Source: an optimization exercise on an open RTL-to-GDS flow (aim: small area, a short achievable clock period and few clock cycles per item). Production flows keep margins and buffers that such runs may drop. Function was checked by simulation only, so behaviour that the tests miss may differ from the original.

build 11:
==> flow/design.v <==
module yx_sha256 (
  input  wire         clk,
  input  wire         rst,       
  input  wire         start,
  input  wire         first,
  input  wire [511:0] block,     
  output wire         ready,
  output reg          done,
  output wire [255:0] digest     
);
  localparam [31:0] IV0 = 32'h6a09e667, IV1 = 32'hbb67ae85,
                    IV2 = 32'h3c6ef372, IV3 = 32'ha54ff53a,
                    IV4 = 32'h510e527f, IV5 = 32'h9b05688c,
                    IV6 = 32'h1f83d9ab, IV7 = 32'h5be0cd19;
  function [31:0] rotr(input [31:0] x, input integer n);
    rotr = (x >> n) | (x << (32 - n));
  endfunction
  function [31:0] csa_s(input [31:0] x, input [31:0] y, input [31:0] z);
    csa_s = x ^ y ^ z;
  endfunction
  function [31:0] csa_c(input [31:0] x, input [31:0] y, input [31:0] z);
    csa_c = ((x & y) | (x & z) | (y & z)) << 1;
  endfunction
  function [31:0] sk_add(input [31:0] x, input [31:0] y);
    reg [31:0] gg, pp;
    integer i, k;
    begin
      gg = x & y;
      pp = x ^ y;
      for (k = 1; k < 32; k = k * 2) begin
        for (i = 31; i >= 0; i = i - 1) begin
          if ((i / k) % 2 == 1) begin
            gg[i] = gg[i] | (pp[i] & gg[(i / k) * k - 1]);
            pp[i] = pp[i] & pp[(i / k) * k - 1];
          end
        end
      end
      sk_add = x ^ y ^ {gg[30:0], 1'b0};
    end
  endfunction
  function [31:0] ks_add(input [31:0] x, input [31:0] y);
    reg [31:0] gg, pp, gn, pn;
    integer i, k;
    begin
      gg = x & y;
      pp = x ^ y;
      for (k = 1; k < 32; k = k * 2) begin
        for (i = 0; i < 32; i = i + 1) begin
          if (i >= k) begin
            gn[i] = gg[i] | (pp[i] & gg[i-k]);
            pn[i] = pp[i] & pp[i-k];
          end else begin
            gn[i] = gg[i];
            pn[i] = pp[i];
          end
        end
        gg = gn;
        pp = pn;
      end
      ks_add = x ^ y ^ {gg[30:0], 1'b0};
    end
  endfunction
  localparam [2047:0] K_ALL = {
    32'h428a2f98, 32'h71374491, 32'hb5c0fbcf, 32'he9b5dba5,
    32'h3956c25b, 32'h59f111f1, 32'h923f82a4, 32'hab1c5ed5,
    32'hd807aa98, 32'h12835b01, 32'h243185be, 32'h550c7dc3,
    32'h72be5d74, 32'h80deb1fe, 32'h9bdc06a7, 32'hc19bf174,
    32'he49b69c1, 32'hefbe4786, 32'h0fc19dc6, 32'h240ca1cc,
    32'h2de92c6f, 32'h4a7484aa, 32'h5cb0a9dc, 32'h76f988da,
    32'h983e5152, 32'ha831c66d, 32'hb00327c8, 32'hbf597fc7,
    32'hc6e00bf3, 32'hd5a79147, 32'h06ca6351, 32'h14292967,
    32'h27b70a85, 32'h2e1b2138, 32'h4d2c6dfc, 32'h53380d13,
    32'h650a7354, 32'h766a0abb, 32'h81c2c92e, 32'h92722c85,
    32'ha2bfe8a1, 32'ha81a664b, 32'hc24b8b70, 32'hc76c51a3,
    32'hd192e819, 32'hd6990624, 32'hf40e3585, 32'h106aa070,
    32'h19a4c116, 32'h1e376c08, 32'h2748774c, 32'h34b0bcb5,
    32'h391c0cb3, 32'h4ed8aa4a, 32'h5b9cca4f, 32'h682e6ff3,
    32'h748f82ee, 32'h78a5636f, 32'h84c87814, 32'h8cc70208,
    32'h90befffa, 32'ha4506ceb, 32'hbef9a3f7, 32'hc67178f2
  };
  reg         ebusy;                       
  reg         ei, ei_iv, ei_h;             
  reg         er61, er62, er63;            
  reg  [5:0]  kidx;                        
  reg  [31:0] e, f, g;                     
  reg  [31:0] p, q;                        
  reg  [31:0] kq;                          
  reg  [31:0] kw;                          
  reg  [31:0] t1;                          
  reg  [31:0] w [0:14];                    
  reg  [31:0] w15s, w15c;                  
  reg         pi, pi_iv, pi_h;             
  reg         pa_iv, pa_h;                 
  reg         ai, ai_iv, ai_h;             
  reg         al61, al62, al63;            
  reg  [31:0] a, b, c;                     
  reg         fst;                         
  reg  [31:0] h0, h1, h2, h3, h4, h5, h6, h7;
  wire idle = ~ebusy & ~ei;
  assign ready  = idle | er62;
  assign digest = {h0, h1, h2, h3, h4, h5, h6, h7};
  wire accept = start & ready;
  wire [31:0] big_s1 = rotr(e, 6) ^ rotr(e, 11) ^ rotr(e, 25);
  wire [31:0] ch     = (e & f) ^ (~e & g);
  wire [31:0] e_s1 = csa_s(p, ch, big_s1),   e_c1 = csa_c(p, ch, big_s1);
  wire [31:0] t_s1 = csa_s(q, ch, big_s1),   t_c1 = csa_c(q, ch, big_s1);
  wire [31:0] e_rnd = sk_add(e_s1, e_c1);     
  wire [31:0] t_rnd = sk_add(t_s1, t_c1);     
  wire [31:0] big_s0 = rotr(a, 2) ^ rotr(a, 13) ^ rotr(a, 22);
  wire [31:0] maj    = (a & b) ^ (a & c) ^ (b & c);
  wire [31:0] a_s1 = csa_s(t1, maj, big_s0), a_c1 = csa_c(t1, maj, big_s0);
  wire [31:0] a_rnd = sk_add(a_s1, a_c1);     
  wire [31:0] sel_a = fst ? (al61 ? IV3 : al62 ? IV2 : IV1) : (al61 ? h3 : al62 ? h2 : h1);
  wire [31:0] sel_e = fst ? (er61 ? IV7 : er62 ? IV6 : IV5) : (er61 ? h7 : er62 ? h6 : h5);
  wire [31:0] add_a = sk_add(sel_a, a);
  wire [31:0] add_e = sk_add(sel_e, e);
  wire [31:0] base0 = fst ? IV0 : h0;
  wire [31:0] base4 = fst ? IV4 : h4;
  wire [31:0] sml_s0 = rotr(w[1], 7) ^ rotr(w[1], 18) ^ (w[1] >> 3);
  wire [31:0] sml_s1 = rotr(w[14], 17) ^ rotr(w[14], 19) ^ (w[14] >> 10);
  wire [31:0] w_s1   = csa_s(w[0], w[9], sml_s0),  w_c1 = csa_c(w[0], w[9], sml_s0);
  wire [31:0] w_s2   = csa_s(w_s1, w_c1, sml_s1),   w_c2 = csa_c(w_s1, w_c1, sml_s1);
  wire [31:0] w15    = sk_add(w15s, w15c);
  wire [31:0] op_d  = pi_iv ? IV3 : pi_h ? h3 : pa_iv ? IV2 : pa_h ? h2 : b;
  wire [31:0] op_h  = pi_iv ? IV7 : pi_h ? h7 : g;
  wire [31:0] op_kw = pi ? w[0] : kw;
  wire [31:0] op_q  = pi ? 32'h428a2f98 : er62 ? base0 : 32'd0;
  wire [31:0] op_p  = pi ? 32'h428a2f98 : er62 ? base4 : 32'd0;
  wire [31:0] q_s1  = csa_s(op_h, op_q, op_kw),  q_c1 = csa_c(op_h, op_q, op_kw);
  wire [31:0] p_s1  = csa_s(op_h, op_p, op_kw),  p_c1 = csa_c(op_h, op_p, op_kw);
  wire [31:0] p_s2  = csa_s(p_s1, p_c1, op_d),   p_c2 = csa_c(p_s1, p_c1, op_d);
  wire [31:0] q_nx  = sk_add(q_s1, q_c1);
  wire [31:0] p_nx  = sk_add(p_s2, p_c2);
  wire [5:0]  kidx_nx = accept ? 6'd1 : kidx + 6'd1;
  wire [31:0] kw_nx = sk_add(kq, w[1]);
  wire        rnd_e = ~ei | (er63 & ei_h);     
  wire        rnd_a = ~ai | (al63 & ai_h);     
  wire [31:0] e_alt = ei_iv ? IV4 : h4;
  wire [31:0] f_alt = ei_iv ? IV5 : er63 ? add_e : h5;
  wire [31:0] g_alt = ei_iv ? IV6 : h6;
  wire [31:0] a_alt = ai_iv ? IV0 : h0;
  wire [31:0] b_alt = ai_iv ? IV1 : al63 ? add_a : h1;
  wire [31:0] c_alt = ai_iv ? IV2 : h2;
  integer i;
  always @(posedge clk) begin
    if (rst) begin
      ebusy <= 1'b0;
      ei    <= 1'b0;
      ei_iv <= 1'b0;
      ei_h  <= 1'b0;
      er61  <= 1'b0;
      er62  <= 1'b0;
      er63  <= 1'b0;
      ai    <= 1'b0;
      pi    <= 1'b0;
      pi_iv <= 1'b0;
      pi_h  <= 1'b0;
      pa_iv <= 1'b0;
      pa_h  <= 1'b0;
      ai_iv <= 1'b0;
      ai_h  <= 1'b0;
      al61  <= 1'b0;
      al62  <= 1'b0;
      al63  <= 1'b0;
      done  <= 1'b0;
    end else begin
      ei    <= accept;
      ei_iv <= accept & first;
      ei_h  <= accept & ~first;
      er61  <= ebusy & (kidx == 6'd62);
      er62  <= er61;
      er63  <= er62;
      if (ei)
        ebusy <= 1'b1;
      else if (er63)
        ebusy <= 1'b0;
      ai    <= ei;
      pi_iv <= first & start & ready;
      pi_h  <= ~first & start & ready;
      pi    <= (first & start & ready) | (~first & start & ready);
      pa_iv <= pi_iv;
      pa_h  <= pi_h;
      ai_iv <= ei_iv;
      ai_h  <= ei_h;
      al61  <= er61;
      al62  <= al61;
      al63  <= al62;
      done  <= al63;
    end
  end
  always @(posedge clk) begin
    kidx <= kidx_nx;
    kq   <= K_ALL[2047 - 32*kidx_nx -: 32];
    if (ai) fst <= ai_iv;
    if (er61) h7 <= add_e;
    if (er62) h6 <= add_e;
    if (er63) begin h5 <= add_e; h4 <= e_rnd; end
    if (al61) h3 <= add_a;
    if (al62) h2 <= add_a;
    if (al63) begin h1 <= add_a; h0 <= a_rnd; end
    p  <= p_nx;
    q  <= q_nx;
    kw <= kw_nx;
    t1 <= t_rnd;
    e  <= rnd_e ? e_rnd : e_alt;
    a  <= rnd_a ? a_rnd : a_alt;
    if (ei) begin
      f <= f_alt; g <= g_alt;
    end else begin
      f <= e; g <= f;
    end
    if (ai) begin
      b <= b_alt; c <= c_alt;
    end else begin
      b <= a; c <= b;
    end
    if (ready) begin
      for (i = 0; i < 15; i = i + 1)
        w[i] <= block[511 - 32*i -: 32];
      w15s <= block[31:0];
      w15c <= 32'd0;
    end else begin
      for (i = 0; i < 14; i = i + 1)
        w[i] <= w[i + 1];
      w[14] <= w15;
      w15s  <= w_s2;
      w15c  <= w_c2;
    end
  end
endmodule
clock: 8.0 ns
lec_check: 0
cap_margin: 20
core_margin: 2
core_utilization: 55
cts_buf_list: sky130_fd_sc_hd__clkbuf_16
cts_cluster_diameter: 70
cts_cluster_size: 20
setup_slack_margin: 4.1
slew_margin: 20
standard.sh (not shown) runs the stock make flow with config.mk's settings and CLKGATE_MAP_FILE= SYNTH_SCRIPT=/design/flow/synth_recipe.tcl, a recipe that flattens the netlist after the stock synthesis.
==> flow/flow/run.sh <==
#!/bin/bash
set -euo pipefail
export BUFFER_PORTS_ARGS="-buffer_cell sky130_fd_sc_hd__buf_1"
bash standard.sh > standard_flow.log 2>&1
Build 11 completed every stage of the flow, and the final layout passed the timing, design-rule and antenna checks.
Testbench counts of build 11, summed over its fixed seeds: cycles 50,528, blocks 789.
Input changes introduced in build 50 (baseline for comparison: build 11):
- changing SETUP_SLACK_MARGIN from 4.1 to 3.9
Notes after the runs:
There was hardly any difference in share of the final layout cell area in multi-input gates between build 11 and build 50.
Launch point of the critical path = er62: build 50; launch point of the critical path = pi_h: build 11
Build 50 contains fewer vias than build 11.
Changes observed in build 50 relative to build 11: fraction of final layout cells with drive strength greater than 1 went down.
#### Input delta (build 27 over build 50)
- SETUP_SLACK_MARGIN: 3.9 -> 3.7
Results
- Build 27 finished end to end and its layout was clean on timing, DRC and antenna.
- There was hardly any difference in number of levels in the clock H-tree between build 50 and build 27.
- Compared with build 50, in build 27 clock tree cell share of total cell area neither gained nor lost much; utilization after layout went down 0.56 points; final clock period utilization by the worst path up 1.2 points; worst slew slack as a fraction of its limit went down.

-- port drivers added, routing unchanged --
How much do the figures lean on ideal ports? The routed layouts below were timed once more, with nothing changed but the port constraints. Step 1 (the two cells are an assumption about what drives the block):
set clk [get_ports {clk}]
set_driving_cell -lib_cell sky130_fd_sc_hd__clkbuf_16 $clk
set_driving_cell -lib_cell sky130_fd_sc_hd__buf_2 [delete_from_list [all_inputs] $clk]
Step 2, shift: input delay + t, output delay - t, t = (earliest + latest rising clock arrival at the registers) / 2. This alone moves slack from input paths to output paths. a / b / c = ideal / step 1 / step 2; a / b = the first two.
run | t, ns | setup slack, ns | worst setup path after step 2 | latest minus earliest clock arrival (ns)
build 11 | 0.780 | 3.579 / 3.579 / 3.408 | input to register | 0.035 / 0.036
build 50 | 0.780 | 3.669 / 3.669 / 3.256 | input to register | 0.020 / 0.019
build 27 | 0.770 | 3.575 / 3.575 / 3.025 | input to register | 0.029 / 0.029
After both steps setup and hold are still met in every run listed. The setup slack of build 27, which loses most, moves by 0.000 ns with the drivers and by -0.550 ns with both steps.
